From an optimization exercise on the open Yosys and OpenROAD flow, aimed at small area, a short achievable clock period and few clock cycles per item; shortcuts taken in it are not production practice.
Function was checked by simulation only, so behaviour that the tests miss may differ from the original.

## v57
==> flow/design.v <==
module bv2_ctr_xor (
    input  wire         clk,
    input  wire         rst,           
    input  wire         in_valid,
    output wire         in_ready,
    input  wire         in_link,       
    input  wire [23:0]  in_major,      
    input  wire [5:0]   in_minor,      
    input  wire [31:0]  in_line,       
    input  wire [3:0]   in_casc_id,    
    input  wire [1:0]   in_port,       
    input  wire [47:0]  in_frame_ctr,  
    input  wire [15:0]  in_blk,        
    input  wire [255:0] in_key,        
    input  wire [127:0] in_data,       
    output wire         out_valid,
    input  wire         out_ready,
    output wire [127:0] out_data
);
    function [7:0] sbox;
        input [7:0] a;
        reg u0, u1, u2, u3, u4, u5, u6, u7;
        reg t1, t2, t3, t4, t5, t6, t7, t8, t9, t10, t11, t12, t13, t14;
        reg t15, t16, t17, t18, t19, t20, t21, t22, t23, t24, t25, t26, t27;
        reg m1, m2, m3, m4, m5, m6, m7, m8, m9, m10, m11, m12, m13, m14, m15;
        reg m16, m17, m18, m19, m20, m21, m22, m23, m24, m25, m26, m27, m28;
        reg m29, m30, m31, m32, m33, m34, m35, m36, m37, m38, m39, m40, m41;
        reg m42, m43, m44, m45, m46, m47, m48, m49, m50, m51, m52, m53, m54;
        reg m55, m56, m57, m58, m59, m60, m61, m62, m63;
        reg l0, l1, l2, l3, l4, l5, l6, l7, l8, l9, l10, l11, l12, l13, l14;
        reg l15, l16, l17, l18, l19, l20, l21, l22, l23, l24, l25, l26, l27;
        reg l28, l29;
        begin
            u0 = a[7]; u1 = a[6]; u2 = a[5]; u3 = a[4];
            u4 = a[3]; u5 = a[2]; u6 = a[1]; u7 = a[0];
            t1 = u0 ^ u3;   t2 = u0 ^ u5;   t3 = u0 ^ u6;   t4 = u3 ^ u5;
            t5 = u4 ^ u6;   t6 = t1 ^ t5;   t7 = u1 ^ u2;   t8 = u7 ^ t6;
            t9 = u7 ^ t7;   t10 = t6 ^ t7;  t11 = u1 ^ u5;  t12 = u2 ^ u5;
            t13 = t3 ^ t4;  t14 = t6 ^ t11; t15 = t5 ^ t11; t16 = t5 ^ t12;
            t17 = t9 ^ t16; t18 = u3 ^ u7;  t19 = t7 ^ t18; t20 = t1 ^ t19;
            t21 = u6 ^ u7;  t22 = t7 ^ t21; t23 = t2 ^ t22; t24 = t2 ^ t10;
            t25 = t20 ^ t17; t26 = t3 ^ t16; t27 = t1 ^ t12;
            m1 = t13 & t6;   m2 = t23 & t8;   m3 = t14 ^ m1;   m4 = t19 & u7;
            m5 = m4 ^ m1;    m6 = t3 & t16;   m7 = t22 & t9;   m8 = t26 ^ m6;
            m9 = t20 & t17;  m10 = m9 ^ m6;   m11 = t1 & t15;  m12 = t4 & t27;
            m13 = m12 ^ m11; m14 = t2 & t10;  m15 = m14 ^ m11; m16 = m3 ^ m2;
            m17 = m5 ^ t24;  m18 = m8 ^ m7;   m19 = m10 ^ m15; m20 = m16 ^ m13;
            m21 = m17 ^ m15; m22 = m18 ^ m13; m23 = m19 ^ t25; m24 = m22 ^ m23;
            m25 = m22 & m20; m26 = m21 ^ m25; m27 = m20 ^ m21; m28 = m23 ^ m25;
            m29 = m28 & m27; m30 = m26 & m24; m31 = m20 & m23; m32 = m27 & m31;
            m33 = m27 ^ m25; m34 = m21 & m22; m35 = m24 & m34; m36 = m24 ^ m25;
            m37 = m21 ^ m29; m38 = m32 ^ m33; m39 = m23 ^ m30; m40 = m35 ^ m36;
            m41 = m38 ^ m40; m42 = m37 ^ m39; m43 = m37 ^ m38; m44 = m39 ^ m40;
            m45 = m42 ^ m41;
            m46 = m44 & t6;  m47 = m40 & t8;  m48 = m39 & u7;  m49 = m43 & t16;
            m50 = m38 & t9;  m51 = m37 & t17; m52 = m42 & t15; m53 = m45 & t27;
            m54 = m41 & t10; m55 = m44 & t13; m56 = m40 & t23; m57 = m39 & t19;
            m58 = m43 & t3;  m59 = m38 & t22; m60 = m37 & t20; m61 = m42 & t1;
            m62 = m45 & t4;  m63 = m41 & t2;
            l0 = m61 ^ m62;  l1 = m50 ^ m56;  l2 = m46 ^ m48;  l3 = m47 ^ m55;
            l4 = m54 ^ m58;  l5 = m49 ^ m61;  l6 = m62 ^ l5;   l7 = m46 ^ l3;
            l8 = m51 ^ m59;  l9 = m52 ^ m53;  l10 = m53 ^ l4;  l11 = m60 ^ l2;
            l12 = m48 ^ m51; l13 = m50 ^ l0;  l14 = m52 ^ m61; l15 = m55 ^ l1;
            l16 = m56 ^ l0;  l17 = m57 ^ l1;  l18 = m58 ^ l8;  l19 = m63 ^ l4;
            l20 = l0 ^ l1;   l21 = l1 ^ l7;   l22 = l3 ^ l12;  l23 = l18 ^ l2;
            l24 = l15 ^ l9;  l25 = l6 ^ l10;  l26 = l7 ^ l9;   l27 = l8 ^ l10;
            l28 = l11 ^ l14; l29 = l11 ^ l17;
            sbox[7] = l6 ^ l24;
            sbox[6] = ~(l16 ^ l26);
            sbox[5] = ~(l19 ^ l28);
            sbox[4] = l6 ^ l21;
            sbox[3] = l20 ^ l22;
            sbox[2] = l25 ^ l29;
            sbox[1] = ~(l13 ^ l27);
            sbox[0] = ~(l6 ^ l23);
        end
    endfunction
    function [7:0] xtime;
        input [7:0] a;
        begin
            xtime = {a[6:0], 1'b0} ^ (a[7] ? 8'h1b : 8'h00);
        end
    endfunction
    function [127:0] sub_shift;
        input [127:0] s;
        integer c, r;
        begin
            for (c = 0; c < 4; c = c + 1)
                for (r = 0; r < 4; r = r + 1)
                    sub_shift[127 - 8*(4*c + r) -: 8] =
                        sbox(s[127 - 8*(4*((c + r) % 4) + r) -: 8]);
        end
    endfunction
    function [127:0] mix_delta;
        input [127:0] s;
        integer c, r;
        reg [7:0] t;
        begin
            for (c = 0; c < 4; c = c + 1) begin
                t = s[127 - 32*c -: 8] ^ s[119 - 32*c -: 8] ^
                    s[111 - 32*c -: 8] ^ s[103 - 32*c -: 8];
                for (r = 0; r < 4; r = r + 1)
                    mix_delta[127 - 8*(4*c + r) -: 8] = t ^
                        xtime(s[127 - 8*(4*c + r) -: 8] ^
                              s[127 - 8*(4*c + (r + 1) % 4) -: 8]);
            end
        end
    endfunction
    reg          run;       
    reg          ov;        
    reg  [3:0]   rnd;       
    reg  [127:0] st;        
    reg  [127:0] ka, kb;    
    wire last  = (rnd == 4'd14);
    wire take  = run && last;                   
    wire load  = in_valid && !run && (!ov || out_ready);
    wire [127:0] ctr_blk = in_link
        ? {8'h01, in_casc_id, in_port, 2'b00, in_frame_ctr, 48'h0, in_blk}
        : {8'h00, in_major, in_minor, 56'h0, in_line, in_blk[1:0]};
    reg [255:0] key_be;
    integer k;
    always @(*) begin
        for (k = 0; k < 32; k = k + 1)
            key_be[255 - 8*k -: 8] = in_key[8*k +: 8];
    end
    wire [127:0] ss        = sub_shift(st);
    wire [127:0] round_out = ss ^ kb ^ (last ? in_data : mix_delta(ss));
    reg [7:0] rcon;
    always @(*) begin
        case (rnd[3:1])
            3'd0: rcon = 8'h01;
            3'd1: rcon = 8'h02;
            3'd2: rcon = 8'h04;
            3'd3: rcon = 8'h08;
            3'd4: rcon = 8'h10;
            3'd5: rcon = 8'h20;
            default: rcon = 8'h40;
        endcase
    end
    wire [31:0] sw = {sbox(kb[31:24]), sbox(kb[23:16]), sbox(kb[15:8]), sbox(kb[7:0])};
    wire [31:0] kt = rnd[0] ? ({sw[23:0], sw[31:24]} ^ {rcon, 24'h0}) : sw;
    wire [31:0] p1 = ka[127:96] ^ ka[95:64];
    wire [31:0] p2 = p1 ^ ka[63:32];
    wire [31:0] p3 = p2 ^ ka[31:0];
    wire [31:0] w0 = ka[127:96] ^ kt;
    wire [31:0] w1 = p1 ^ kt;
    wire [31:0] w2 = p2 ^ kt;
    wire [31:0] w3 = p3 ^ kt;
    wire [127:0] key_next = {w0, w1, w2, w3};
    wire         sel_run  = run & ~load;
    wire         sel_hold = ~run & ~load;
    wire [127:0] st_next  = ({128{load}}     & (ctr_blk ^ key_be[255:128])) |
                            ({128{sel_run}}  & round_out) |
                            ({128{sel_hold}} & st);
    always @(posedge clk) begin
        if (rst) begin
            run <= 1'b0;
            ov  <= 1'b0;
        end else begin
            if (load) begin
                run <= 1'b1;
                ov  <= 1'b0;
            end else if (run && last) begin
                run <= 1'b0;
                ov  <= 1'b1;
            end else if (out_ready) begin
                ov  <= 1'b0;
            end
        end
        st <= st_next;
        if (load) begin
            rnd <= 4'd1;
            ka  <= key_be[255:128];
            kb  <= key_be[127:0];
        end else begin
            rnd <= rnd + 4'd1;
            ka <= kb;
            kb <= key_next;
        end
    end
    assign in_ready  = take;
    assign out_valid = ov;
    assign out_data  = st;
endmodule
Settings: LEC_CHECK=0, CAP_MARGIN=20, CORE_MARGIN=2, CORE_UTILIZATION=50, CTS_BUF_LIST=sky130_fd_sc_hd__clkbuf_4 sky130_fd_sc_hd__clkbuf_8, PLACE_DENSITY=0.8, SETUP_SLACK_MARGIN=3.6, SLEW_MARGIN=20; clock period 10.0 ns.
standard.sh (not shown) runs the stock make flow with config.mk's settings and CLKGATE_MAP_FILE= SYNTH_SCRIPT=/design/flow/synth_recipe.tcl, a recipe that flattens the netlist after the stock synthesis.
==> flow/flow/run.sh <==
#!/bin/bash
# Own flow: the standard layout (standard.sh) with two changes:
#  - synthesis runs flow/my_synth.tcl, the standard synthesis script except
#    that ABC maps with flow/area.abc (structural choices, then &nf);
#  - the port buffers are sky130_fd_sc_hd__buf_1 (every port still gets one).
set -euo pipefail
W=$PWD
export MY_ABC_SCRIPT=$W/flow/area.abc
sed -E "s#SYNTH_SCRIPT=[^ ]+#SYNTH_SCRIPT=$W/flow/my_synth.tcl#" standard.sh > my_standard.sh
grep -q "SYNTH_SCRIPT=$W/flow/my_synth.tcl" my_standard.sh
bash my_standard.sh "BUFFER_PORTS_ARGS=-buffer_cell sky130_fd_sc_hd__buf_1" finish > $W/flow_make.log 2>&1
==> flow/flow/area.abc <==
&get -n
&st
&dch
&nf
&put
==> flow/flow/my_synth.tcl <==
# The standard synthesis (synth_recipe.tcl), with one change: ABC maps the
# logic with the script named by MY_ABC_SCRIPT instead of ORFS's. Every other
# pass, and so every register's name and cell, is the standard synthesis's.
proc synth {args} { yosys synth -nofsm -noshare {*}$args }
proc abc {args} {
  set i [lsearch -exact $args -script]
  if { $i >= 0 } { lset args [expr { $i + 1 }] $::env(MY_ABC_SCRIPT) }
  yosys abc {*}$args
}
source $::env(SCRIPTS_DIR)/synth.tcl
# left out here: clear keep_hierarchy, flatten, clean up, hide names made inside functions, write 1_2_yosys.v
v57: no failed stages, no open violations at the end
Testbench counts of v57, summed over its fixed seeds: cycles 7,688, items 512.
#### Input delta (v6 over v57)
- CTS_BUF_LIST changed from sky130_fd_sc_hd__clkbuf_4 sky130_fd_sc_hd__clkbuf_8 to sky130_fd_sc_hd__clkbuf_8 sky130_fd_sc_hd__clkbuf_16
- PLACE_DENSITY removed (was 0.8)
- CORE_UTILIZATION changed from 50 to 40
- SETUP_SLACK_MARGIN changed from 3.6 to 3.5
- CTS_CLUSTER_SIZE newly set to 32
- CTS_CLUSTER_DIAMETER newly set to 80
--- outcome ---
Summary of v6 over v57: wire length went up about 3.7%.
--- input diff v6..v37 ---
- CTS_CLUSTER_SIZE: 32 -> unset
- CTS_BUF_LIST: sky130_fd_sc_hd__clkbuf_8 sky130_fd_sc_hd__clkbuf_16 -> unset
- CTS_CLUSTER_DIAMETER: 80 -> unset
--- a/flow/flow/run.sh
+++ b/flow/flow/run.sh
@@ -2,9 +2,12 @@
 # Own flow: the standard layout (standard.sh) with two changes:
 #  - synthesis runs flow/my_synth.tcl, the standard synthesis script except
-#    that ABC maps with flow/area.abc (structural choices, then &nf);
+#    that ABC maps with flow/area.abc (structural choices, then &nf) and
+#    without the 3-input XOR cells, which are larger and slower than two
+#    2-input ones;
 #  - the port buffers are sky130_fd_sc_hd__buf_1 (every port still gets one).
 set -euo pipefail
 W=$PWD
 export MY_ABC_SCRIPT=$W/flow/area.abc
+export MY_ABC_DONT_USE="sky130_fd_sc_hd__xor3_1 sky130_fd_sc_hd__xor3_2 sky130_fd_sc_hd__xor3_4 sky130_fd_sc_hd__xnor3_1 sky130_fd_sc_hd__xnor3_2 sky130_fd_sc_hd__xnor3_4"
 sed -E "s#SYNTH_SCRIPT=[^ ]+#SYNTH_SCRIPT=$W/flow/my_synth.tcl#" standard.sh > my_standard.sh
 grep -q "SYNTH_SCRIPT=$W/flow/my_synth.tcl" my_standard.sh
==> flow/flow/my_synth.tcl <==
# The standard synthesis (synth_recipe.tcl), with one change: ABC maps the
# logic with the script named by MY_ABC_SCRIPT instead of ORFS's, and without
# the cells listed in MY_ABC_DONT_USE. Every other pass, and so every
# register's name and cell, is the standard synthesis's.
proc synth {args} { yosys synth -nofsm -noshare {*}$args }
proc abc {args} {
  set i [lsearch -exact $args -script]
  if { $i >= 0 } { lset args [expr { $i + 1 }] $::env(MY_ABC_SCRIPT) }
  foreach cell $::env(MY_ABC_DONT_USE) { lappend args -dont_use $cell }
  yosys abc {*}$args
}
source $::env(SCRIPTS_DIR)/synth.tcl
# left out here: clear keep_hierarchy, flatten, clean up, hide names made inside functions, write 1_2_yosys.v
Clock skew in v37 is 0.0064 ns above v6. In the flow results for v37 and v6, the sequential share of layout area is larger on v6. Fraction of area in multi-input gates ended up 0.50 points lower on v37 than on v6. Post-route worst setup slack, v37 and v6, higher one = v6. Relative to v6, xor/xnor cell area share of the yosys netlist has decreased by 6.7 points in v37. Compared with v6, in v37 effective utilization at floorplan neither gained nor lost much; time the final worst path needs with I/O delays and setup picked up an extra 0.014 ns. Net count after synthesis: v37 higher than v6.
Relative to v37, the following input files were edited for v9:
- putting CTS_BUF_LIST at sky130_fd_sc_hd__clkbuf_4 sky130_fd_sc_hd__clkbuf_8 where nothing was set
==> flow/flow/run.sh <==
#!/bin/bash
# Own flow: the standard layout (standard.sh) with two changes:
#  - synthesis runs flow/my_synth.tcl, the standard synthesis script except
#    that ABC maps with flow/area.abc (structural choices, then &nf);
#  - the port buffers are sky130_fd_sc_hd__buf_1 (every port still gets one).
set -euo pipefail
W=$PWD
export MY_ABC_SCRIPT=$W/flow/area.abc
sed -E "s#SYNTH_SCRIPT=[^ ]+#SYNTH_SCRIPT=$W/flow/my_synth.tcl#" standard.sh > my_standard.sh
grep -q "SYNTH_SCRIPT=$W/flow/my_synth.tcl" my_standard.sh
bash my_standard.sh "BUFFER_PORTS_ARGS=-buffer_cell sky130_fd_sc_hd__buf_1" finish > $W/flow_make.log 2>&1
==> flow/flow/my_synth.tcl <==
# The standard synthesis (synth_recipe.tcl), with one change: ABC maps the
# logic with the script named by MY_ABC_SCRIPT instead of ORFS's. Every other
# pass, and so every register's name and cell, is the standard synthesis's.
proc synth {args} { yosys synth -nofsm -noshare {*}$args }
proc abc {args} {
  set i [lsearch -exact $args -script]
  if { $i >= 0 } { lset args [expr { $i + 1 }] $::env(MY_ABC_SCRIPT) }
  yosys abc {*}$args
}
source $::env(SCRIPTS_DIR)/synth.tcl
# left out here: clear keep_hierarchy, flatten, clean up, hide names made inside functions, write 1_2_yosys.v
Findings:
When v9 is set beside v37, its filler cell count in the final layout turns out to be 0.80% larger.
Compare v9 and v37 | cell count after placement lower: v9
Summary of v9 over v37: final area went down; routed wire length went down.
Between v37 and v9, DRC violation total after the first TritonRoute iteration decreased.
Compared to v37, v9 has number of iterations in the first detailed-routing pass 3 lower.
[v9 vs v37] count of clock buffers in the final design: higher in v9
Setup changes, v9 to v8
- putting PLACE_DENSITY at 0.85 where nothing was set
- swapping 40 for 65 in CORE_UTILIZATION
==> comparison <==
- Looking at cell with the biggest individual delay on the critical path, the xnor2_1 result is from v9; the dfxtp_1 one comes from v8.
- v9 → v8: maximum frequency moved down, max-slew headroom at the worst pin has decreased, post-layout net count lost 25.
- Diff v9 -> v8: register-to-register path setup slack dropped 0.26 ns; core utilization rose by 28 points.
- The critical path startpoint comes out kb[12]$_DFF_P_ in one run and st[37]$_DFF_P_ in the other, namely in v8 and v9 respectively.
- v9 -> v8: multi-input combinational cell count flat
- The via count reported for v8 is higher than the one for v9.
- Looking at detailed-router iteration count before antenna repair, v8 sits 2 above v9.
Inputs modified between v8 and v1:
- changing CTS_BUF_LIST from sky130_fd_sc_hd__clkbuf_4 sky130_fd_sc_hd__clkbuf_8 to sky130_fd_sc_hd__clkbuf_8 sky130_fd_sc_hd__clkbuf_16
- setting CTS_CLUSTER_DIAMETER to 90 for the first time
- setting CTS_CLUSTER_SIZE to 28 for the first time
- changing CORE_UTILIZATION from 65 to 45
- removing PLACE_DENSITY (formerly 0.85)
- changing SETUP_SLACK_MARGIN from 3.5 to 3.6
Results
v1 vs v8, cell with the largest stage delay on the worst path: xnor2_2 vs dfxtp_1. Measured against each other, v1 and v8 differ in number of setup buffers added after CTS, the higher figure coming from v1. v8 fits on a die that is smaller than the die of v1. Comparing v1 and v8, the lower design area is on v8. Sequential cell area delta (v8 -> v1): insignificant. From v1 to v8, count of input and output buffers did not move at all. v1 vs v8 — number of global-route vias before repair dropped by a few percent.

## afterwards: timing with drivers on the ports
Ports are ideal in the flow. The routed layouts listed here were re-timed in OpenROAD.
Step 1 (the two cells are an assumption about what drives the block):
set clk [get_ports {clk}]
set_driving_cell -lib_cell sky130_fd_sc_hd__clkbuf_16 $clk
set_driving_cell -lib_cell sky130_fd_sc_hd__buf_2 [delete_from_list [all_inputs] $clk]
Step 2 times the ports against the registers' clock, not the clock port: input delays grow and output delays shrink by t, the midpoint of the rising clock arrivals with the driver on.
Slacks: no drivers / after step 1 / after step 2; pairs: no drivers / after step 1.
| run | t (ns) | setup WS [ns] | clock arrival spread, ns | slew at the worst register clock pin (ns) | cell pins on the clock port's net |
|---|---|---|---|---|---|
| v57 | 0.754 | 3.669 / 3.669 / 3.669 | 0.046 / 0.045 | 0.07 / 0.07 | 1 |
| v6 | 0.678 | 3.663 / 3.663 / 3.663 | 0.028 / 0.027 | 0.10 / 0.10 | 1 |
| v37 | 0.717 | 3.650 / 3.650 / 3.650 | 0.034 / 0.034 | 0.08 / 0.08 | 1 |
| v9 | 0.787 | 3.718 / 3.718 / 3.718 | 0.060 / 0.060 | 0.07 / 0.07 | 1 |
| v8 | 0.749 | 3.456 / 3.456 / 3.456 | 0.046 / 0.046 | 0.07 / 0.07 | 1 |
| v1 | 0.726 | 3.613 / 3.613 / 3.613 | 0.035 / 0.035 | 0.11 / 0.11 | 1 |
After both steps every run listed still meets setup and hold.
